Source: an optimization exercise on an open RTL-to-GDS flow (aim: small area and a short achievable clock period). Production flows keep margins and buffers that such runs may drop.
Only simulation tests tie the RTL to the original design; equivalence was not proved.
Power is estimated from default activity; no workload was simulated.

==> flow/design.v (outline; a module is shown in full before it is edited, if it fits) <==
// module ylb_fpu: 297 lines
// module mac_tree: 1355 lines
// module mac_fa: 4 lines
// module mac_ha: 4 lines
// module lzc77: 314 lines
module ylb_fpu (
    input             clk,
    input             rst_n,
    input             in_valid,
    input      [3:0]  in_fn,
    input      [31:0] in_a,
    input      [31:0] in_b,
    input      [31:0] in_c,
    output            out_valid,
    output            out_wr,
    output            out_fl,
    output     [31:0] out_res,
    output     [3:0]  out_flags
);
  // ...
==> flow/run.sh <==
#!/bin/bash
# synth_recipe.tcl (not shown) runs the flow's synth.tcl, then flattens the netlist and writes it again
# the make line also repeats each setting of config.mk as NAME=value (left out here)
make -C /OpenROAD-flow-scripts/flow DESIGN_CONFIG=/design/flow/config.mk WORK_HOME=/design/flow/orfs CLKGATE_MAP_FILE= SYNTH_SCRIPT=/design/flow/synth_recipe.tcl finish
==> flow/config.mk <==
export PLATFORM = sky130hd
export DESIGN_NAME = ylb_fpu
export DESIGN_NICKNAME = ylb_fpu
export VERILOG_FILES = /design/flow/design.v
export SDC_FILE = /design/flow/constraint.sdc
export NUM_CORES = 4
export LEC_CHECK = 0
export CAP_MARGIN = 20
export CORE_MARGIN = 2
export CORE_UTILIZATION = 45
export SETUP_SLACK_MARGIN = 5
export SLEW_MARGIN = 20
export SYNTH_HIERARCHICAL = 1
export SYNTH_MINIMUM_KEEP_SIZE = 0
export TNS_END_PERCENT = 5
==> flow/constraint.sdc <==
create_clock -name core_clock -period 12.0 [get_ports {clk}]
set_input_delay 2.4000 -clock core_clock [delete_from_list [all_inputs] [get_ports {clk}]]
set_output_delay 2.4000 -clock core_clock [all_outputs]
set_load 0.01 [all_outputs]
==> summary.md, run 1 <==
| Metric | Value |
|---|---|
| Dominant cells by area after synthesis | fa_1 (23%), dfxtp_1 (12%), and2_1 (8.3%), ha_1 (7.0%), mux4_2 (6.1%) |
| Total of max-cap violations | 0 |
| Area of the multi-input gates | 0.0399 sq mm |
| Overall die height | 329 microns |
| Met3 Use GR | about 5.7% |
| Hold Startpoint | wr2 |
| Via Count | 42712 |
| Layout cell share with drive strength beyond 1 | a little over 10% |
| Largest net degree at the start of global routing | 125 |
| Most Crowded Layer GR | met2 |
| Total die area | 0.108 sq mm |
| Top post-synthesis cells by count | and2_1 (630), fa_1 (545), nand2_1 (375) |
| Synth warn | 7 |
| Sequential share of cell area | roughly a tenth |
| Synth Instances | 5375 |
| R2r startpoint | sh1[0] |
| Root Buffer | clkbuf_16 |
| Synth Area in Adders | 30.0% |
| Crit path setup slack, layout | 4.88 ns |
| Yosys top cell by area | fa_1 |
| Clock skew | between 0.02 and 0.025 ns |
| Placed standard-cell area | 0.0498 sq mm |
| # DRC | 0 |
| Peak VDD IR | 0.345 mV |
| Final Cell Area | 0.0522 sq mm |
| Final Critical Period | roughly 7 ns |
| Hold-critical path depth | 0 |
| Number of buffers and inverters on the critical path | 3 |
| CTS tree | built |
| Crit Path Class | register to register |
| # fillers | 10108 |
| Crit path to | t2[58] |
| Clk sink count | 276 |
| Post-synth ARST share | 0% |
| Worst EP required | 12.45 ns |
| Outcome | finished clean |
| RSZ-0062 raised after global routing | yes |
| Num ports | 142 |
| Sequential share of the synthesized area | 11.6% |
| Worst r2r path cells | 23 |
==> run 2, diff against run 1 <==
--- a/flow/config.mk
+++ b/flow/config.mk
@@ -12,4 +12,4 @@
 export SLEW_MARGIN = 20
 export SYNTH_HIERARCHICAL = 1
 export SYNTH_MINIMUM_KEEP_SIZE = 0
-export TNS_END_PERCENT = 5
+export TNS_END_PERCENT = 20
==> summary.md, run 2 <==
| Metric | Value |
|---|---|
| Overall die height | 329 microns (unchanged) |
| Synth cell types | approximately 110 |
| Total of max-cap violations | 0 (unchanged) |
| Combinational cell fraction of total power | 77.4% |
| Max reg flops | between 70 and 80 |
| Critical path startpoint category | register |
| RSZ-0062 raised after global routing | yes |
| R2r startpoint | sh1[0] |
| WL/cell | ~27 microns |
| Vias in the first global route | 42599 |
| Leakage | 23.1 nW |
| Power share of the clock group | about 8.4% |
| Final Slew Violations | 0 |
| Clock Path Buffers | 3 |
| DRT iter0 DRCs | ~4800 |
| Sw Ratio | 53.3% |
| Most frequent cells in the layout | and2_1 (630), fa_1 (536), nand2_1 (373), inv_1 (301), xnor2_1 (268) |
| Setup Viol. Count Final | 0 |
| Internal | ~6.4 mW |
| Synth Cell Area | 0.0476 sq mm |
| Pre-antenna DRT Iters | 10 |
| Synth Instances | 5375 (unchanged) |
| Hold-critical path depth | 0 (unchanged) |
| Register with the most flip-flops | t2 |
| Slew headroom | about 29% |
| Crit Path Max Fanout | 6 |
| Core region area | 0.105 sq mm |
| GRT Util Overall | about a third |
| Num ports | 142 (unchanged) |
| Total die area | 0.108 sq mm (unchanged) |
| Crit Path Class | register to register |
| Net count, final | 6222 |
| Outcome | finished clean |
| Post-route ant nets | 0 |
| Die outline width | 329 microns |
| Mapped Nets | 6289 |
| Via Count | 42659 (-0.12%) |
| Largest net degree at the start of global routing | 83 (-34%) |
| Final period utilization | 59.5% |
| Setup TNS | 0 ns |
| Peak VDD IR | 0.412 mV (+20%) |
| Rows | roughly 120 |
| Worst skew pair latency | 0.60 ns |
| Most common cell after layout, fill and taps aside | and2_1 |
| Seq pwr share | ~14% |
| Total Power | 13.8 mW |
| Placer Congestion | 1.03 |
| Overall routed net length | between 150000 and 200000 microns |
| Hold path endpoint | flags2[2] |
| Post-synth EDFFs | 0 |
| Power per Cell Area | about 260 mW/mm^2 |
| Placed standard-cell area | 0.0499 sq mm (about the same) |
| Setup crit end kind | register |
| Clock skew | 0.0391 ns (+0.0189 ns) |
| Most common cell in the synthesized netlist | and2_1 |
| Avg Inst Size Synth | between 8 and 9 sq um |
| # fillers | 10120 (+0.12%) |
| Yosys top cell by area | fa_1 |
| NetSw | 7.34 mW |
| Worst path arrival time | 7.60 ns |
| CTS Buf Count | 35 |
| Post-DP HPWL | 132000 microns |
| Final hold violations | 0 |
| Starting density of the core | between 40% and 50% |
| CTS tree | built |
| Yosys reg bits | 276 |
| Dominant cells by area after synthesis | fa_1 (23%), dfxtp_1 (12%), and2_1 (8.3%), ha_1 (7.0%), mux4_2 (6.1%) |
| Sequential share of the synthesized area | 11.6% (unchanged) |
| Worst EP required | 12.46 ns (about the same) |
| Port Buffers | 140 |
| Initial antenna violation count | 4 |
| Core Util, Final | 50.1% |
| Worst r2r path cells | 25 (+8.7%) |
| Final Critical Period | 7.14 ns (+0.0214 ns) |
| Top post-synthesis cells by count | and2_1 (630), fa_1 (545), nand2_1 (375) |
| Layout area overhead | 10.6% |
| First-pass GRT wire length | between 200000 and 300000 microns |
| H-tree lvl count | 2 |
| Vias per cell | 6.34 |
| Peak Freq | ~140 MHz |
| # DRC | 0 (unchanged) |
| Worst R2R Setup Slack | 4.86 ns |
| Root Buffer | clkbuf_16 |
| Worst Max-Slew Pin Slew | 1.06 ns |
| Clk sink count | 276 (unchanged) |
| Grt ovf | 0 |
| Synth warn | 7 (unchanged) |
| Yosys top cell area share | 22.9% |
| Worst-path clk slew | 0.07 ns |
| Hold Startpoint | flags1[2] |
| Reg2reg end | t2[59] |
| Layout cell share with drive strength beyond 1 | 11.3% (+1.1 points) |
| Worst hold path class | register to register |
| Post-synth top flop | dfxtp_1 |
| Final Cell Area | 0.0527 sq mm (+0.95%) |
| Post-synth ARST share | 0% (unchanged) |
run 2: cell counts after synthesis:
Identical to the previous run, type by type.
run 2: routing by layer:
metal	wire, microns	vias to the layer above	global-route usage [%]
met1	73000	21041	43.5
met3	17400	611	6.80
met4	11000	4	16.7
met2	82400	2484	52.5
met5	24	-	0
li1	-	18519	-
run 2: worst max path at each step:
stage / from / endpoint / slack (ns) / depth (start not counted)
after detailed placement: sh1[0] / t2[39] / 3.59 / 20
final: sh1[0] / t2[59] / 4.86 / 25
after CTS: nv3[25] / out_res[10] / 4.97 / 13
after global routing: sh1[0] / t2[58] / 4.69 / 24
after global placement: sh1[0] / t2[39] / 3.69 / 20
after floorplan: in_fn[2] / sh1[1] / 5.03 / 22
run 2: cells by family after synthesis:
logic type	after synthesis	share of synthesized area [%]
and+or+nand+nor	1785	20.1
AOI/OAI and AO/OA	1051	14.4
adders and majority gates	815	30.0
buffers and inverters	707	6.06
xor gates and xnor gates	426	7.86
muxes	314	10.0
DFF	276	11.6
other	1	0.00787
run 2: cell type report:
class	count	area, sq um	share of cell area [%]
clock buffer	44	970	1.84
timing repair buffer	292	2780	5.28
inverter	307	1160	2.19
timing repair inverter	1	7.51	0.0142
clock inverter	20	274	0.520
tap	1391	1740	3.30
multi-input combinational	4395	40200	76.3
antenna	2	5.00	0.00950
sequential	276	5560	10.6
run 2: power by group through the flow:
stage	combinational, mW	clock (mW)	sequential [mW]
floorplan	7.20	0	1.45
finish	10.7	1.15	1.96
CTS	9.90	1.17	1.91
detailed placement	9.57	0	1.95
global placement	9.54	0	1.94
global route	11.4	1.20	1.96
run 2: through the flow:
stage / worst slack [ns] / cells / hold WS (ns)
2_1_floorplan: 5.03 / 5375 / 0.310
3_3_place_gp: 3.69 / 6600 / 0.312
3_5_place_dp: 3.59 / 6600 / 0.314
4_1_cts: 4.97 / 6682 / 0.328
5_1_grt: 4.69 / 6726 / 0.330
6_report: 4.86 / 6728 / 0.328
run 2: timing repair:
action | in CTS | in global routing
hold buffers | 0 | 0
setup buffers | 13 | 40
pin swaps | 15 | 50
gates cloned | 5 | 4
endpoints found under the setup margin | 114 | 98
resized for setup | 101 | 133
run 2: per-module statistics from Yosys, one instance, submodules excluded:
module | cells | copies in the design | area (sq um) | flip-flops and latches
mac_ha | 1 | 24 | 12.5 | 0
mac_tree | 1036 | 1 | 6650 | 0
ylb_fpu | 3634 | 1 | 29200 | 276
lzc77 | 153 | 1 | 900 | 0
mac_fa | 1 | 528 | 20.0 | 0
run 2: worst max-delay path, cell delays in order, from the launching register on:
cell	delay, ns
dfxtp_4	0.45
buf_12	0.13
mux4_2	0.53
mux2i_2	0.23
xnor2_2	0.17
nand2_1	0.11
o21ai_2	0.10
nor2_1	0.07
a21oi_2	0.21
a221oi_2	0.11
a21oi_2	0.34
fa_2	0.52
fa_2	0.54
fa_1	0.44
fa_1	0.52
ha_4	0.30
and4_4	0.21
and3_4	0.21
nand3_4	0.09
a2111o_1	0.42
a2111o_1	0.56
a21oi_4	0.26
buf_6	0.14
buf_4	0.11
nand3_2	0.07
xnor2_1	0.14
==> run 3, diff against run 2 <==
--- a/flow/config.mk
+++ b/flow/config.mk
@@ -8,8 +8,9 @@
 export CAP_MARGIN = 20
 export CORE_MARGIN = 2
 export CORE_UTILIZATION = 45
+export CTS_BUF_LIST = sky130_fd_sc_hd__clkbuf_4 sky130_fd_sc_hd__clkbuf_8
 export SETUP_SLACK_MARGIN = 5
 export SLEW_MARGIN = 20
 export SYNTH_HIERARCHICAL = 1
 export SYNTH_MINIMUM_KEEP_SIZE = 0
-export TNS_END_PERCENT = 20
+export TNS_END_PERCENT = 5
==> summary.md, run 3 <==
| Metric | Value |
|---|---|
| Outcome | finished clean |
| Synth Instances | 5375 (unchanged) |
| Reg2reg end | t2[58] |
| Worst EP required | 12.54 ns (+0.08 ns) |
| Hold slack final | 0.329 ns (+0.000852 ns) |
| Crit Path Max Fanout | 5 (-1) |
| Post-DP HPWL | 131000 microns (-0.72%) |
| H-tree lvl count | 2 (unchanged) |
| DRT iter0 DRCs | 4755 (-0.40%) |
| Overall routed net length | 184000 microns (+0.25%) |
| Setup crit end kind | register |
| Grt ovf | 0 (unchanged) |
| Most frequent cells in the layout | and2_1 (630), fa_1 (542), nand2_1 (372), inv_1 (300), xnor2_1 (278) |
| Synth cell types | 109 (unchanged) |
| Post-synth ARST share | 0% (unchanged) |
| CTS Buf Count | 49 (+40%) |
| Sequential share of the synthesized area | 11.6% (unchanged) |
| Mux cell area share after synthesis | 10.0% (unchanged) |
| Clock Path Buffers | 3 (unchanged) |
| Critical path startpoint category | register |
| Hold path endpoint | flags3[3] |
| Setup slack after placement | 3.55 ns (-0.0426 ns) |
| Yosys reg bits | 276 (unchanged) |
| Post-route ant nets | 0 (unchanged) |
| Worst hold path class | register to register |
| Worst Max-Slew Pin Slew | 1.04 ns (-0.0185 ns) |
| Setup TNS | 0 ns (unchanged) |
| Layout cell share with drive strength beyond 1 | 11.6% (+0.24 points) |
| CTS tree | built |
| Peak VDD IR | 0.348 mV (-16%) |
| Max reg flops | 78 (unchanged) |
| GRT Util Overall | 33.3% (about the same) |
| Post-route insts no fill | 6768 (+0.59%) |
| Worst skew pair latency | 0.67 ns (+0.07 ns) |
| Hold Startpoint | flags2[3] |
| Synth warn | 7 (unchanged) |
| Total of max-cap violations | 0 (unchanged) |
| Port Buffers | 140 (unchanged) |
| Largest net degree at the start of global routing | 125 (+51%) |
| # DRC | 0 (unchanged) |
| Final Slew Violations | 0 (unchanged) |
| Largest family of logic cells by synthesized area | adder cells |
| Overall die height | 329 microns (unchanged) |
| Initial antenna violation count | 3 (-1) |
| Clock skew | 0.0306 ns (-0.00845 ns) |
| Worst r2r path cells | 24 (-4.0%) |
| Most common cell in the synthesized netlist | and2_1 |
| Synth Area in Compound Gates | 14.4% (unchanged) |
| Starting density of the core | 45.3% (unchanged) |
| Power per Cell Area | 257 mW/mm^2 (-1.5%) |
| Cells after DPL | 6596 (-0.061%) |
| Root Buffer | clkbuf_8 |
| Yosys top cell by area | fa_1 |
| Total die area | 0.108 sq mm (unchanged) |
| Worst-path clk slew | 0.07 ns (about the same) |
| Placer Congestion | 1.02 (-1.1%) |
| Final period utilization | 59.1% (-0.40 points) |
| Synth Cell Area | 0.0476 sq mm (unchanged) |
| Post-synth EDFFs | 0 (unchanged) |
| RSZ-0062 raised after global routing | yes |
| Yosys top cell area share | 22.9% (unchanged) |
| Peak Freq | 141 MHz (+0.67%) |
| Dominant cells by area after synthesis | fa_1 (23%), dfxtp_1 (12%), and2_1 (8.3%), ha_1 (7.0%), mux4_2 (6.1%) |
| Clk sink count | 276 (unchanged) |
| Register with the most flip-flops | t2 |
| Avg Inst Size Synth | 8.86 sq um (unchanged) |
| Crit path setup slack, layout | 4.91 ns (+0.0478 ns) |
| Hold_buf cts | 0 (unchanged) |
| Rows | 119 (unchanged) |
| Slew headroom | 30.6% (+1.2 points) |
| Leakage | 23.0 nW (-0.16%) |
| Vias in the first global route | 42784 (+0.43%) |
| Crit Path Class | register to register |
| Mapped Nets | 6289 (unchanged) |
| Pre-antenna DRT Iters | 9 (-1) |
| Worst R2R Setup Slack | 4.91 ns (+0.05 ns) |
| Setup Viol. Count Final | 0 (unchanged) |
| Num ports | 142 (unchanged) |
| Worst path arrival time | 7.63 ns (+0.03 ns) |
| Core region area | 0.105 sq mm (unchanged) |
| Synth Area in Adders | 30.0% (unchanged) |
| Via Count | 43125 (+1.1%) |
| Die outline width | 329 microns (unchanged) |
| R2r startpoint | sh1[0] |
| Final Critical Period | 7.09 ns (-0.0478 ns) |
| Vias per cell | 6.37 (+0.49%) |
| Hold-critical path depth | 0 (unchanged) |
| Final hold violations | 0 (unchanged) |
| WL/cell | 27.2 microns (-0.34%) |
| # fillers | 10098 (-0.22%) |
| Net count, final | 6248 (+0.42%) |
| Top post-synthesis cells by count | and2_1 (630), fa_1 (545), nand2_1 (375) |
| Layout area overhead | 10.1% |
| Xor/xnor cell area share of the yosys netlist | 7.86% (unchanged) |
| Most common cell after layout, fill and taps aside | and2_1 |
| Simple-gate share of the synthesized area | 20.1% (unchanged) |
| Post-synth top flop | dfxtp_1 |
| First-pass GRT wire length | 273000 microns (about the same) |
## run 3: changes by cell type in the layout (fill, tap and decap cells not counted), sizes merged
| cell | before | now |
|---|---|---|
| clkbuf | 49 | 76 |
| buf | 150 | 161 |
| clkinvlp | 5 | 12 |
| inv | 310 | 303 |
| diode | 2 | 5 |
| clkinv | 9 | 11 |
| a22o | 9 | 8 |
| bufbuf | 2 | 1 |
| bufinv | 4 | 3 |
| dlygate4sd2 | 2 | 1 |
| nand3 | 95 | 96 |
| o21ai | 270 | 271 |
| o32a | 6 | 5 |
## run 3: through the flow
| step | util, % | cell area (sq um) | power [mW] |
|---|---|---|---|
| 4_1_cts | 49.3 | 51800 | 12.9 |
| 6_report | 49.9 | 52400 | 13.5 |
| 2_1_floorplan | - | 47700 | 8.66 |
| 3_5_place_dp | 47.4 | 49800 | 11.5 |
| 3_3_place_gp | 47.4 | 49800 | 11.4 |
| 5_1_grt | 49.9 | 52400 | 14.2 |
## run 3: worst max path at each step
stage	start	endpoint	slack [ns]	cells after the start
2_1_floorplan	in_fn[2]	sh1[1]	4.93	22
3_3_place_gp	sub1	t2[65]	3.72	24
3_5_place_dp	sub1	t2[65]	3.55	24
4_1_cts	pl2[7]	nv3[25]	4.93	20
5_1_grt	sh1[0]	t2[65]	4.68	24
6_report	sh1[0]	t2[58]	4.91	24
## run 3: timing repair
item                                    4_1_cts  5_1_grt
endpoints found under the setup margin      116      111
gates cloned                                  5        5
pin swaps                                    29       32
resized for setup                           125       94
buffers inserted                             42       26
## run 3: worst max-delay path: stages (launching register included)
cell and delay (ns):
dfxtp_4 0.39, buf_12 0.12, buf_4 0.14, mux4_2 0.52, mux2i_1 0.19, xnor2_1 0.22
mux2i_1 0.19, buf_4 0.17, mux2i_2 0.19, a21oi_1 0.11, o21ai_2 0.25, fa_1 0.47
fa_2 0.36, fa_1 0.47, fa_1 0.52, ha_4 0.30, nand4_1 0.11, nor3_2 0.20
a41oi_2 0.22, a2111o_1 0.52, a2111o_1 0.57, a21oi_4 0.30, buf_6 0.15, nand4_1 0.11
xnor2_1 0.17
## run 3: where the power goes
| group | switching (mW) | internal, mW |
|---|---|---|
| registers | 0.763 | 1.24 |
| logic | 6.05 | 4.48 |
| clock network | 0.433 | 0.541 |
## run 3: layout make-up
class                           instances  area, sq um  share of cell area, %
Sequential cell                       276         5560                   10.6
Timing Repair Buffer                  304         2860                   5.45
Inverter                              307         1160                   2.21
Clock buffer                           68          873                   1.67
Tap cell                             1391         1740                   3.32
Antenna cell                            5         12.5                 0.0239
Timing Repair inverter                  1         7.51                 0.0143
Multi-Input combinational cell       4395        40000                   76.3
Clock inverter                         21          211                  0.403
## run 3: cells by family (layout without fill, tap and decap cells)
logic type      count (synthesis)  after routing
simple gates                 1785           1786
compound gates               1051           1053
fa+ha+maj                     815            815
buf+inv                       707            701
xor+xnor                      426            426
mux                           314            314
flops                         276            276
other cells                     1              6
## run 3: metal layers
metal	global-route usage (%)	part of all wire, %	up-vias
met5	0	0	-
met4	17.5	6.3	0
met3	5.58	9.3	588
met2	52.8	45	2729
met1	43.7	40	21222
li1	-	-	18586
## run 3: Yosys stat by module (local to each module, per instance)
module | area [sq um] | flip-flops and latches | copies in the design
ylb_fpu | 29200 | 276 | 1
mac_tree | 6650 | 0 | 1
lzc77 | 900 | 0 | 1
mac_fa | 20.0 | 0 | 528
mac_ha | 12.5 | 0 | 24
==> run 4, diff against run 3 <==
--- a/flow/config.mk
+++ b/flow/config.mk
@@ -8,7 +8,7 @@
 export CAP_MARGIN = 20
 export CORE_MARGIN = 2
 export CORE_UTILIZATION = 45
-export CTS_BUF_LIST = sky130_fd_sc_hd__clkbuf_4 sky130_fd_sc_hd__clkbuf_8
+export GPL_ROUTABILITY_DRIVEN = 0
 export SETUP_SLACK_MARGIN = 5
 export SLEW_MARGIN = 20
 export SYNTH_HIERARCHICAL = 1
==> summary.md, run 4 <==
| Metric | Value |
|---|---|
| Clk sink count | 276 (unchanged) |
| Outcome | finished clean |
| Critical path startpoint category | register |
| Final Slew Violations | 0 (unchanged) |
| Post-synth top flop | dfxtp_1 |
| Post-DP HPWL | 128000 microns (-2.7%) |
| Most common cell after layout, fill and taps aside | and2_1 |
| Simple-gate share of the synthesized area | 20.1% (unchanged) |
| First-pass GRT wire length | 264000 microns (-3.3%) |
| Worst R2R Setup Slack | 4.91 ns (about the same) |
| Yosys top cell by area | fa_1 |
| Register with the most flip-flops | t2 |
| RSZ-0062 raised after global routing | yes |
| Root Buffer | clkbuf_16 |
| R2r startpoint | sh1[0] |
| Sequential share of the synthesized area | 11.6% (unchanged) |
| Clock skew | 0.0298 ns (-0.000853 ns) |
| Yosys reg bits | 276 (unchanged) |
| Most frequent cells in the layout | and2_1 (630), fa_1 (543), nand2_1 (373), inv_1 (301), xnor2_1 (268) |
| Cells after DPL | 6592 (-0.061%) |
| Synth Area in Compound Gates | 14.4% (unchanged) |
| Die outline width | 329 microns (unchanged) |
| Total die area | 0.108 sq mm (unchanged) |
| Setup Viol. Count Final | 0 (unchanged) |
| Largest net degree at the start of global routing | 125 (unchanged) |
| Worst Max-Slew Pin Slew | 1.14 ns (+0.0968 ns) |
| Met1 usage | 42.1% (-1.6 points) |
| Worst hold path class | register to register |
| CTS tree | built |
| Setup TNS | 0 ns (unchanged) |
| H-tree lvl count | 2 (unchanged) |
| Vias per cell | 6.34 (-0.53%) |
| Most Crowded Layer GR | met2 |
| Overall die height | 329 microns (unchanged) |
| Synth cell types | 109 (unchanged) |
| Final period utilization | 59.1% (about the same) |
| Post-route ant nets | 0 (unchanged) |
| Hold_buf cts | 0 (unchanged) |
| Num ports | 142 (unchanged) |
| Max reg flops | 78 (unchanged) |
| Overall routed net length | 178000 microns (-3.5%) |
| Total Power | 13.4 mW (-1.0%) |
| Synth Cell Area | 0.0476 sq mm (unchanged) |
| Largest family of logic cells by synthesized area | adder cells |
| Setup crit end kind | register |
| Placed standard-cell area | 0.0498 sq mm (about the same) |
| Post-route insts no fill | 6708 (-0.89%) |
| Hold-critical path depth | 0 (unchanged) |
| Post-synth ARST share | 0% (unchanged) |
| Area of the multi-input gates | 0.0401 sq mm (+0.19%) |
| Crit Path Max Fanout | 8 (+3) |
| GRT Util Overall | 32.0% (-1.3 points) |
| Layout area overhead | 9.90% |
| Xor/xnor cell area share of the yosys netlist | 7.86% (unchanged) |
| Worst path arrival time | 7.52 ns (-0.11 ns) |
| Post-synth EDFFs | 0 (unchanged) |
| Clock Path Buffers | 3 (unchanged) |
| Synth Area in Adders | 30.0% (unchanged) |
| Core region area | 0.105 sq mm (unchanged) |
| Hold path endpoint | wr2 |
| Total of max-cap violations | 0 (unchanged) |
| Peak VDD IR | 0.283 mV (-19%) |
| Reg area | 0.00556 sq mm (about the same) |
| GRT met2 Usage | 51.3% (-1.5 points) |
| CTS Buf Count | 35 (-29%) |
| Net count, final | 6204 (-0.70%) |
| Worst-path clk slew | 0.07 ns (about the same) |
| Worst skew pair latency | 0.58 ns (-0.09 ns) |
| Avg Inst Size Synth | 8.86 sq um (unchanged) |
| Power per Cell Area | 255 mW/mm^2 (-0.87%) |
| Most common cell in the synthesized netlist | and2_1 |
| Synth Instances | 5375 (unchanged) |
| # fillers | 9939 (-1.6%) |
| Starting density of the core | 45.3% (unchanged) |
| Final hold violations | 0 (unchanged) |
| Slew headroom | 24.1% (-6.5 points) |
| Reg2reg end | t2[61] |
| Final Cell Area | 0.0524 sq mm (-0.16%) |
| # DRC | 0 (unchanged) |
| Mux cell area share after synthesis | 10.0% (unchanged) |
| Initial antenna violation count | 6 (+3) |
| Final Critical Period | 7.09 ns (-0.00123 ns) |
| Rows | 119 (unchanged) |
| Crit Path Class | register to register |
| Dominant cells by area after synthesis | fa_1 (23%), dfxtp_1 (12%), and2_1 (8.3%), ha_1 (7.0%), mux4_2 (6.1%) |
| Top post-synthesis cells by count | and2_1 (630), fa_1 (545), nand2_1 (375) |
| Grt ovf | 0 (unchanged) |
| Worst r2r path cells | 23 (-4.2%) |
| Layout cell share with drive strength beyond 1 | 10.8% (-0.76 points) |
| Port Buffers | 140 (unchanged) |
| WL/cell | 26.5 microns (-2.6%) |
| Hold Startpoint | wr1 |
| Yosys top cell area share | 22.9% (unchanged) |
| Synth warn | 7 (unchanged) |
| Mapped Nets | 6289 (unchanged) |
| Met3 Use GR | 5.61% (+0.030 points) |
| Via Count | 42515 (-1.4%) |
| DRT iter0 DRCs | 5138 (+8.1%) |
| Leakage | 22.9 nW (-0.48%) |
| Peak Freq | 141 MHz (about the same) |
| Pre-antenna DRT Iters | 10 (+1) |
| Vias in the first global route | 41934 (-2.0%) |
| Worst EP required | 12.43 ns (-0.11 ns) |
## run 4: cell counts after synthesis
No cell type changed its count.
## run 4: layout make-up
type,count,share of cell area (%)
flip-flops and latches,276,10.6
inverters,307,2.21
repair inverters,1,0.0143
well taps,1391,3.32
clock inverters,19,0.392
repair buffers,275,5.04
clock buffers,41,1.81
multi-input cells,4394,76.6
diodes,4,0.0191
## run 4: metal layers
layer  up-vias  part of all wire, %
met1     20869                   40
met2      2594                   45
met5         -                0.013
li1      18475                    -
met4         4                  5.6
met3       573                  9.6
## run 4: timing repair
action / 4_1_cts / 5_1_grt
resized for setup: 79 / 147
buffers inserted: 8 / 37
setup endpoints to repair: 112 / 102
endpoints found under the hold margin: 0 / 0
gates cloned: 3 / 4
pin swaps: 9 / 47
## run 4: per-module statistics from Yosys, one instance, submodules excluded
module / cells inside / cell area [sq um] / flops+latches / copies in the design
ylb_fpu: 3634 / 29200 / 276 / 1
mac_tree: 1036 / 6650 / 0 / 1
lzc77: 153 / 900 / 0 / 1
mac_fa: 1 / 20.0 / 0 / 528
mac_ha: 1 / 12.5 / 0 / 24
## run 4: kinds of logic (layout without fill, tap and decap cells)
group | after synthesis | count (layout)
DFF | 276 | 276
other | 1 | 5
AOI/OAI and AO/OA | 1051 | 1052
muxes | 314 | 314
xor gates and xnor gates | 426 | 426
buffers and inverters | 707 | 643
and+or+nand+nor | 1785 | 1786
adders and majority gates | 815 | 815
## run 4: stage by stage
step           util, %  hold slack, ns  worst slack [ns]
2_1_floorplan        -           0.310              4.93
3_3_place_gp      47.4           0.312              3.61
3_5_place_dp      47.4           0.314              3.82
4_1_cts           48.9           0.329              4.88
5_1_grt           49.8           0.337              4.76
6_report          49.8           0.327              4.91
## run 4: worst max-delay path, stage by stage (launching register included)
cell,delay (ns)
dfxtp_4,0.42
buf_12,0.16
mux4_2,0.51
xnor2_1,0.20
nand2_1,0.07
o21ai_1,0.17
a21oi_1,0.16
a211oi_2,0.28
a211oi_2,0.10
a21oi_2,0.35
fa_1,0.50
fa_1,0.47
fa_1,0.59
fa_1,0.47
ha_4,0.30
and4_4,0.23
and3_4,0.19
nand3_2,0.11
a2111o_1,0.37
a2111o_1,0.58
a21oi_4,0.28
buf_2,0.19
nand3_1,0.10
xnor2_1,0.14
## run 4: power breakdown
part           internal (mW)  leakage [nW]  switching [mW]
registers               1.24          2.31           0.786
clock network          0.621         0.555           0.450
logic                   4.41          20.1            5.86
total                   6.26          22.9            7.10
## run 4: worst max path at each step
stage	cells past startpoint	endpoint	startpoint
floorplan	22	sh1[1]	in_fn[2]
global placement	18	sh1[4]	in_fn[3]
detailed placement	25	t2[65]	sh1[0]
CTS	20	sh1[1]	in_fn[2]
global route	24	t2[69]	sh1[0]
finish	23	t2[61]	sh1[0]
==> run 5, diff against run 4 <==
--- a/flow/config.mk
+++ b/flow/config.mk
@@ -8,9 +8,8 @@
 export CAP_MARGIN = 20
 export CORE_MARGIN = 2
 export CORE_UTILIZATION = 45
-export GPL_ROUTABILITY_DRIVEN = 0
 export SETUP_SLACK_MARGIN = 5
 export SLEW_MARGIN = 20
 export SYNTH_HIERARCHICAL = 1
 export SYNTH_MINIMUM_KEEP_SIZE = 0
-export TNS_END_PERCENT = 5
+export TNS_END_PERCENT = 1
==> summary.md, run 5 <==
| Metric | Value |
|---|---|
| Post-synth ARST share | 0% (unchanged) |
| Post-synth top flop | dfxtp_1 |
| Pre-antenna DRT Iters | 10 (unchanged) |
| Most common cell after layout, fill and taps aside | and2_1 |
| Total of max-cap violations | 0 (unchanged) |
| Mapped Nets | 6289 (unchanged) |
| Post-Route M1 WL | 72500 microns (+2.7%) |
| Net count, final | 6219 (+0.24%) |
| Rows | 119 (unchanged) |
| Synth Area in Adders | 30.0% (unchanged) |
| Most common cell in the synthesized netlist | and2_1 |
| Reg area | 0.00556 sq mm (about the same) |
| Final period utilization | 59.5% (+0.44 points) |
| Peak VDD IR | 0.324 mV (+15%) |
| Setup crit end kind | register |
| Core region area | 0.105 sq mm (unchanged) |
| Worst Max-Slew Pin Slew | 1.04 ns (-0.0964 ns) |
| Max reg flops | 78 (unchanged) |
| Worst R2R Setup Slack | 4.86 ns (-0.05 ns) |
| WL/cell | 27.2 microns (+2.6%) |
| Leakage | 23.0 nW (+0.21%) |
| Register with the most flip-flops | t2 |
| Post-route insts no fill | 6724 (+0.24%) |
| Top post-synthesis cells by count | and2_1 (630), fa_1 (545), nand2_1 (375) |
| DRT iter0 DRCs | 4815 (-6.3%) |
| # DRC | 0 (unchanged) |
| Crit Path Class | register to register |
| Port Buffers | 140 (unchanged) |
| Setup TNS | 0 ns (unchanged) |
| Worst-path clk slew | 0.06 ns (about the same) |
| Setup Viol. Count Final | 0 (unchanged) |
| Crit Path Max Fanout | 8 (unchanged) |
| Most common cell on crit path | fa_1 |
| Synth Cell Area | 0.0476 sq mm (unchanged) |
| Area of the multi-input gates | 0.0401 sq mm (about the same) |
| Post-route ant nets | 0 (unchanged) |
| Largest family of logic cells by synthesized area | adder cells |
| CTS Buf Count | 36 (+2.9%) |
| Synth cell types | 109 (unchanged) |
| Overall routed net length | 183000 microns (+2.9%) |
| Grt ovf | 0 (unchanged) |
| Vias per cell | 6.34 (about the same) |
| Xor/xnor cell area share of the yosys netlist | 7.86% (unchanged) |
| Number of buffers and inverters on the critical path | 3 (+1) |
| Layout cell share with drive strength beyond 1 | 10.8% (-0.020 points) |
| CTS tree | built |
| # fillers | 10108 (+1.7%) |
| Clock Path Buffers | 3 (unchanged) |
| Yosys top cell area share | 22.9% (unchanged) |
| R2r startpoint | sh1[0] |
| Outcome | finished clean |
| CP max-delay cell | mux4_2 |
| Top sig layer | met4 |
| Hold path endpoint | wr3 |
| Slew headroom | 30.6% (+6.4 points) |
| Starting density of the core | 45.3% (unchanged) |
| Post-DP HPWL | 131000 microns (+2.8%) |
| Clk sink count | 276 (unchanged) |
| DR WL met2 | 82800 microns (+3.3%) |
| Root Buffer | clkbuf_16 |
| Power per Cell Area | 258 mW/mm^2 (+1.0%) |
| Yosys reg bits | 276 (unchanged) |
| Num ports | 142 (unchanged) |
| Sequential share of the synthesized area | 11.6% (unchanged) |
| Final hold violations | 0 (unchanged) |
| Overall die height | 329 microns (unchanged) |
| Total die area | 0.108 sq mm (unchanged) |
| Synth Area in Compound Gates | 14.4% (unchanged) |
| Die outline width | 329 microns (unchanged) |
| Via Count | 42653 (+0.32%) |
| DR WL met3 | 17200 microns (+0.57%) |
| H-tree lvl count | 2 (unchanged) |
| Placer Congestion | a little over 1 |
| Simple-gate share of the synthesized area | 20.1% (unchanged) |
| Initial antenna violation count | 2 (-4) |
| Slowest stage delay, CP | 0.54 ns (-0.05 ns) |
| Peak Freq | 140 MHz (-0.75%) |
| Mux cell area share after synthesis | 10.0% (unchanged) |
| Vias in the first global route | 42391 (+1.1%) |
| Worst EP required | 12.45 ns (+0.02 ns) |
| Post-synth EDFFs | 0 (unchanged) |
| Worst hold path class | register to register |
| Synth Instances | 5375 (unchanged) |
| Yosys top cell by area | fa_1 |
| Dominant cells by area after synthesis | fa_1 (23%), dfxtp_1 (12%), and2_1 (8.3%), ha_1 (7.0%), mux4_2 (6.1%) |
| Reg2reg end | t2[65] |
| Cells after DPL | 6596 (+0.061%) |
| Largest net degree at the start of global routing | 125 (unchanged) |
| Avg Inst Size Synth | 8.86 sq um (unchanged) |
| First-pass GRT wire length | 272000 microns (+2.8%) |
| Layout area overhead | 10.0% |
| Synth warn | 7 (unchanged) |
| Worst path arrival time | 7.60 ns (+0.08 ns) |
| Final Slew Violations | 0 (unchanged) |
| Hold-critical path depth | 0 (unchanged) |
| Clock skew | 0.0203 ns (-0.00949 ns) |
| Worst r2r path cells | 25 (+8.7%) |
| GRT Util Overall | 33.1% (+1.1 points) |
| Most frequent cells in the layout | and2_1 (630), fa_1 (541), nand2_1 (373), inv_1 (300), xnor2_1 (276) |
| RSZ-0062 raised after global routing | yes |
| Final Critical Period | 7.14 ns (+0.0533 ns) |
| Top cell family by delay on the critical path | compound AO/OA/AOI/OAI gates |
| Hold Startpoint | wr2 |
| Critical path startpoint category | register |
| Worst skew pair latency | 0.59 ns (about the same) |
-- run 5: cell counts after synthesis --
Identical to the previous run, type by type.
-- run 5: Yosys stat by module (local to each module, per instance) --
module,times used,cells,cell area (sq um)
ylb_fpu,1,3634,29200
lzc77,1,153,900
mac_fa,528,1,20.0
mac_tree,1,1036,6650
mac_ha,24,1,12.5
-- run 5: worst max-delay path by stage --
stage,slack (ns),startpoint,cells after the start,endpoint
final,4.86,sh1[0],25,t2[65]
after global routing,4.71,sh1[0],24,t2[65]
after CTS,4.92,sh1[0],24,t2[65]
after detailed placement,3.55,sub1,24,t2[65]
after global placement,3.72,sub1,24,t2[65]
after floorplan,4.93,in_fn[2],22,sh1[1]
-- run 5: area by class of cell --
cell class,instances,area share (%)
clock buffer,45,1.90
tap,1391,3.32
timing repair inverter,1,0.0143
sequential,276,10.6
timing repair buffer,288,5.11
clock inverter,20,0.401
antenna,1,0.00477
multi-input combinational,4395,76.4
inverter,307,2.21
-- run 5: repair_timing --
| action | 4_1_cts | 5_1_grt |
|---|---|---|
| cloned | 4 | 2 |
| resized for setup | 75 | 133 |
| buffers inserted | 11 | 45 |
| hold buffers | 0 | 0 |
| pin swaps | 6 | 47 |
| setup endpoints to repair | 116 | 113 |
-- run 5: kinds of logic (layout without fill, tap and decap cells) --
group / Yosys count / in the layout
compound gates: 1051 / 1053
mux: 314 / 314
other cells: 1 / 2
flops: 276 / 276
fa+ha+maj: 815 / 815
buf+inv: 707 / 661
simple gates: 1785 / 1786
xor+xnor: 426 / 426
-- run 5: layer usage --
metal / vias to the layer above / track usage, %
met4: 0 / 16.9
li1: 18505 / -
met3: 527 / 5.67
met2: 2603 / 52.6
met5: - / 0
met1: 21018 / 43.5
-- run 5: through the flow --
| step | power [mW] | hold WS (ns) | instance area [sq um] | worst slack (ns) | util, % |
|---|---|---|---|---|---|
| floorplan | 8.66 | 0.310 | 47700 | 4.93 | - |
| global placement | 11.4 | 0.312 | 49800 | 3.72 | 47.4 |
| detailed placement | 11.5 | 0.314 | 49800 | 3.55 | 47.4 |
| CTS | 12.8 | 0.330 | 51400 | 4.92 | 48.9 |
| global route | 14.2 | 0.335 | 52400 | 4.71 | 49.9 |
| finish | 13.5 | 0.329 | 52400 | 4.86 | 49.9 |
-- run 5: report_power, final --
part	internal, mW	switching [mW]
logic	4.42	6.00
registers	1.24	0.760
clock network	0.643	0.462
==> run 6, diff against run 5 <==
--- a/flow/config.mk
+++ b/flow/config.mk
@@ -7,9 +7,9 @@
 export LEC_CHECK = 0
 export CAP_MARGIN = 20
 export CORE_MARGIN = 2
-export CORE_UTILIZATION = 45
+export CORE_UTILIZATION = 50
 export SETUP_SLACK_MARGIN = 5
 export SLEW_MARGIN = 20
 export SYNTH_HIERARCHICAL = 1
 export SYNTH_MINIMUM_KEEP_SIZE = 0
-export TNS_END_PERCENT = 1
+export TNS_END_PERCENT = 5
==> summary.md, run 6 <==
| Metric | Value |
|---|---|
| Outcome | finished clean |
| Layout cell share with drive strength beyond 1 | 11.2% (+0.45 points) |
| Vias per cell | 6.49 (+2.4%) |
| Most common cell after layout, fill and taps aside | and2_1 |
| Clock skew | 0.0240 ns (+0.00369 ns) |
| # fillers | 8678 (-14%) |
| Overall routed net length | 184000 microns (+0.43%) |
| Peak VDD IR | 0.277 mV (-15%) |
| Power per Cell Area | 261 mW/mm^2 (+1.1%) |
| Worst path arrival time | 7.60 ns (about the same) |
| RSZ-0062 raised after global routing | yes |
| Setup Viol. Count Final | 0 (unchanged) |
| Worst Max-Slew Pin Slew | 1.14 ns (+0.0964 ns) |
| Final Slew Violations | 0 (unchanged) |
| Synth warn | 7 (unchanged) |
| Placer Congestion | 1.04 (+2.1%) |
| Core Util, Final | 55.4% (+5.5 points) |
| Die outline width | 313 microns (-5.1%) |
| Worst-path clk slew | 0.07 ns (about the same) |
| Hold_buf cts | 0 (unchanged) |
| Final Cell Area | 0.0525 sq mm (about the same) |
| Antenna Cells | 0 (-1) |
| Synth cell types | 109 (unchanged) |
| Top post-synthesis cells by count | and2_1 (630), fa_1 (545), nand2_1 (375) |
| # DRC | 0 (unchanged) |
| GRT Util Overall | 36.5% (+3.4 points) |
| Avg Inst Size Synth | 8.86 sq um (unchanged) |
| Most common cell in the synthesized netlist | and2_1 |
| Post-synth top flop | dfxtp_1 |
| Clock Path Buffers | 3 (unchanged) |
| DRT iter0 DRCs | 5420 (+13%) |
| Max reg flops | 78 (unchanged) |
| Core region area | 0.0947 sq mm (-9.9%) |
| Sequential share of the synthesized area | 11.6% (unchanged) |
| Worst hold path class | register to register |
| H-tree lvl count | 2 (unchanged) |
| Post-DP HPWL | 131000 microns (about the same) |
| Worst skew pair latency | 0.58 ns (about the same) |
| Yosys top cell area share | 22.9% (unchanged) |
| Post-synth ARST share | 0% (unchanged) |
| Cells after DPL | 6472 (-1.9%) |
| Post-synth EDFFs | 0 (unchanged) |
| DR WL met2 | 82700 microns (about the same) |
| Via Count | 42786 (+0.31%) |
| Dominant cells by area after synthesis | fa_1 (23%), dfxtp_1 (12%), and2_1 (8.3%), ha_1 (7.0%), mux4_2 (6.1%) |
| Final Critical Period | 7.15 ns (+0.00849 ns) |
| Initial antenna violation count | 3 (+1) |
| Largest net degree at the start of global routing | 101 (-19%) |
| Vias in the first global route | 42808 (+0.98%) |
| Top sig layer | met5 |
| Crit path setup slack, layout | 4.85 ns (-0.00849 ns) |
| Yosys top cell by area | fa_1 |
| Worst R2R Setup Slack | 4.85 ns (about the same) |
| Final hold violations | 0 (unchanged) |
| Critical path startpoint category | register |
| Reg area | 0.00557 sq mm (+0.20%) |
| Overall die height | 313 microns (-5.1%) |
| Total Power | 13.7 mW (+1.2%) |
| WL/cell | 27.9 microns (+2.5%) |
| Leakage | 23.0 nW (about the same) |
| First-pass GRT wire length | 271000 microns (-0.23%) |
| Mapped Nets | 6289 (unchanged) |
| Synth Instances | 5375 (unchanged) |
| DR WL met3 | 17700 microns (+3.2%) |
| Layout area overhead | 10.1% (about the same) |
| Post-route ant nets | 0 (unchanged) |
| Setup crit end kind | register |
| Rows | 113 (-5.0%) |
| Post-route insts no fill | 6590 (-2.0%) |
| Port Buffers | 140 (unchanged) |
| Setup slack after placement | 3.43 ns (-0.118 ns) |
| Pre-antenna DRT Iters | 10 (unchanged) |
| Slew headroom | 24.1% (-6.4 points) |
| Most frequent cells in the layout | and2_1 (630), fa_1 (539), nand2_1 (374), inv_1 (298), xnor2_1 (273) |
| Crit Path Class | register to register |
| Num ports | 142 (unchanged) |
| Peak Freq | 140 MHz (-0.12%) |
| Worst EP required | 12.45 ns (about the same) |
| CTS Buf Count | 35 (-2.8%) |
| Post-Route M1 WL | 72100 microns (-0.52%) |
| Total of max-cap violations | 0 (unchanged) |
| Synth Cell Area | 0.0476 sq mm (unchanged) |
| Clk sink count | 276 (unchanged) |
| Starting density of the core | 50.3% (+5.0 points) |
| Yosys reg bits | 276 (unchanged) |
| CTS tree | built |
| Register with the most flip-flops | t2 |
| Root Buffer | clkbuf_16 |
| Total die area | 0.0978 sq mm (-9.9%) |
| Hold slack final | 0.330 ns (+0.00168 ns) |
| Net count, final | 6213 (-0.096%) |
| Crit Path Max Fanout | 35 (+27) |
| Setup TNS | 0 ns (unchanged) |
| Placed standard-cell area | 0.0497 sq mm (-0.27%) |
| Area of the multi-input gates | 0.0402 sq mm (+0.27%) |
| Grt ovf | 0 (unchanged) |
| Final period utilization | 59.6% (+0.071 points) |
-- run 6: cells by family after synthesis --
group           Yosys count  synth area share [%]
flops                   276                  11.6
mux                     314                  10.0
compound gates         1051                  14.4
buf+inv                 707                  6.06
other cells               1               0.00787
fa+ha+maj               815                  30.0
xor+xnor                426                  7.86
simple gates           1785                  20.1
-- run 6: per-module statistics from Yosys, one instance, submodules excluded --
module	cells inside	times used
ylb_fpu	3634	1
mac_fa	1	528
lzc77	153	1
mac_ha	1	24
mac_tree	1036	1
-- run 6: power breakdown --
group          total (mW)  internal (mW)  switching (mW)
Combinational        10.6           4.48            6.11
Sequential           1.94           1.24           0.707
Clock                1.14          0.684           0.458
Total                13.7           6.40            7.27
-- run 6: final timing paths --
check | from | to | cells past startpoint
worst max-delay path | sh1[1] | t2[64] | 23
worst max register to register | sh1[1] | t2[64] | 23
worst min register to register | wr1 | wr2 | 0
worst min-delay path | wr1 | wr2 | 0
-- run 6: layout make-up --
class | instances | share of cell area [%]
timing repair buffer | 284 | 5.22
multi-input combinational | 4394 | 76.6
inverter | 307 | 2.22
tap | 1265 | 3.02
sequential | 276 | 10.6
clock buffer | 40 | 1.81
clock inverter | 23 | 0.530
timing repair inverter | 1 | 0.0143
-- run 6: per-layer routing --
layer,vias up,track usage [%]
met1,21086,47.5
met4,2,18.7
met5,-,0
li1,18513,-
met3,602,7.22
met2,2583,57.9
-- run 6: worst max-delay path, cell delays in order (launching register included) --
cell,delay (ns)
dfxtp_1,0.32
clkbuf_8,0.30
mux2i_1,0.22
o21ai_0,0.11
xnor2_1,0.33
mux2_2,0.29
mux2i_2,0.12
mux2i_2,0.32
o21ai_0,0.17
o21ai_2,0.30
fa_1,0.49
fa_1,0.40
fa_1,0.44
fa_1,0.49
ha_1,0.38
and4_1,0.28
and3_4,0.22
nand3_4,0.08
a2111o_1,0.45
a2111o_1,0.57
a21oi_4,0.26
nand2_2,0.09
nor2_2,0.09
ha_2,0.27
-- run 6: repair_timing --
item / 4_1_cts / 5_1_grt
pin swaps: 11 / 45
gates resized for setup: 103 / 146
gates cloned: 4 / 4
buffers inserted: 15 / 32
setup endpoints to repair: 116 / 102

==> port drivers added, routing unchanged <==
Ports are ideal in the flow. The routed layouts listed here were re-timed in OpenROAD. Step 1: set_driving_cell puts a clkbuf_16 on clk and a buf_2 on each other input, an assumption about the parent block. Step 2 adds t to the input delays and takes it off the output delays; t is the mean of the earliest and latest rising clock arrival at the registers after step 1. Input paths then give back, and output paths get back, about the clock's delay inside the block. a / b / c = no drivers / after step 1 / after step 2; a / b = the first two.
run | t (ns) | slack for setup (ns) | worst slew at a driven data input, ns
run 1 | 0.661 | 4.884 / 4.884 / 4.493 | 0.04
run 2 | 0.655 | 4.863 / 4.863 / 4.506 | 0.05
run 3 | 0.734 | 4.911 / 4.911 / 4.437 | 0.04
run 4 | 0.648 | 4.912 / 4.912 / 4.626 | 0.04
run 5 | 0.659 | 4.859 / 4.858 / 4.470 | 0.04
run 6 | 0.647 | 4.850 / 4.844 / 4.397 | 0.06
After both steps setup and hold are still met in every run listed. The setup slack of run 3, which loses most, moves by 0.000 ns with the drivers and by -0.474 ns with both steps.
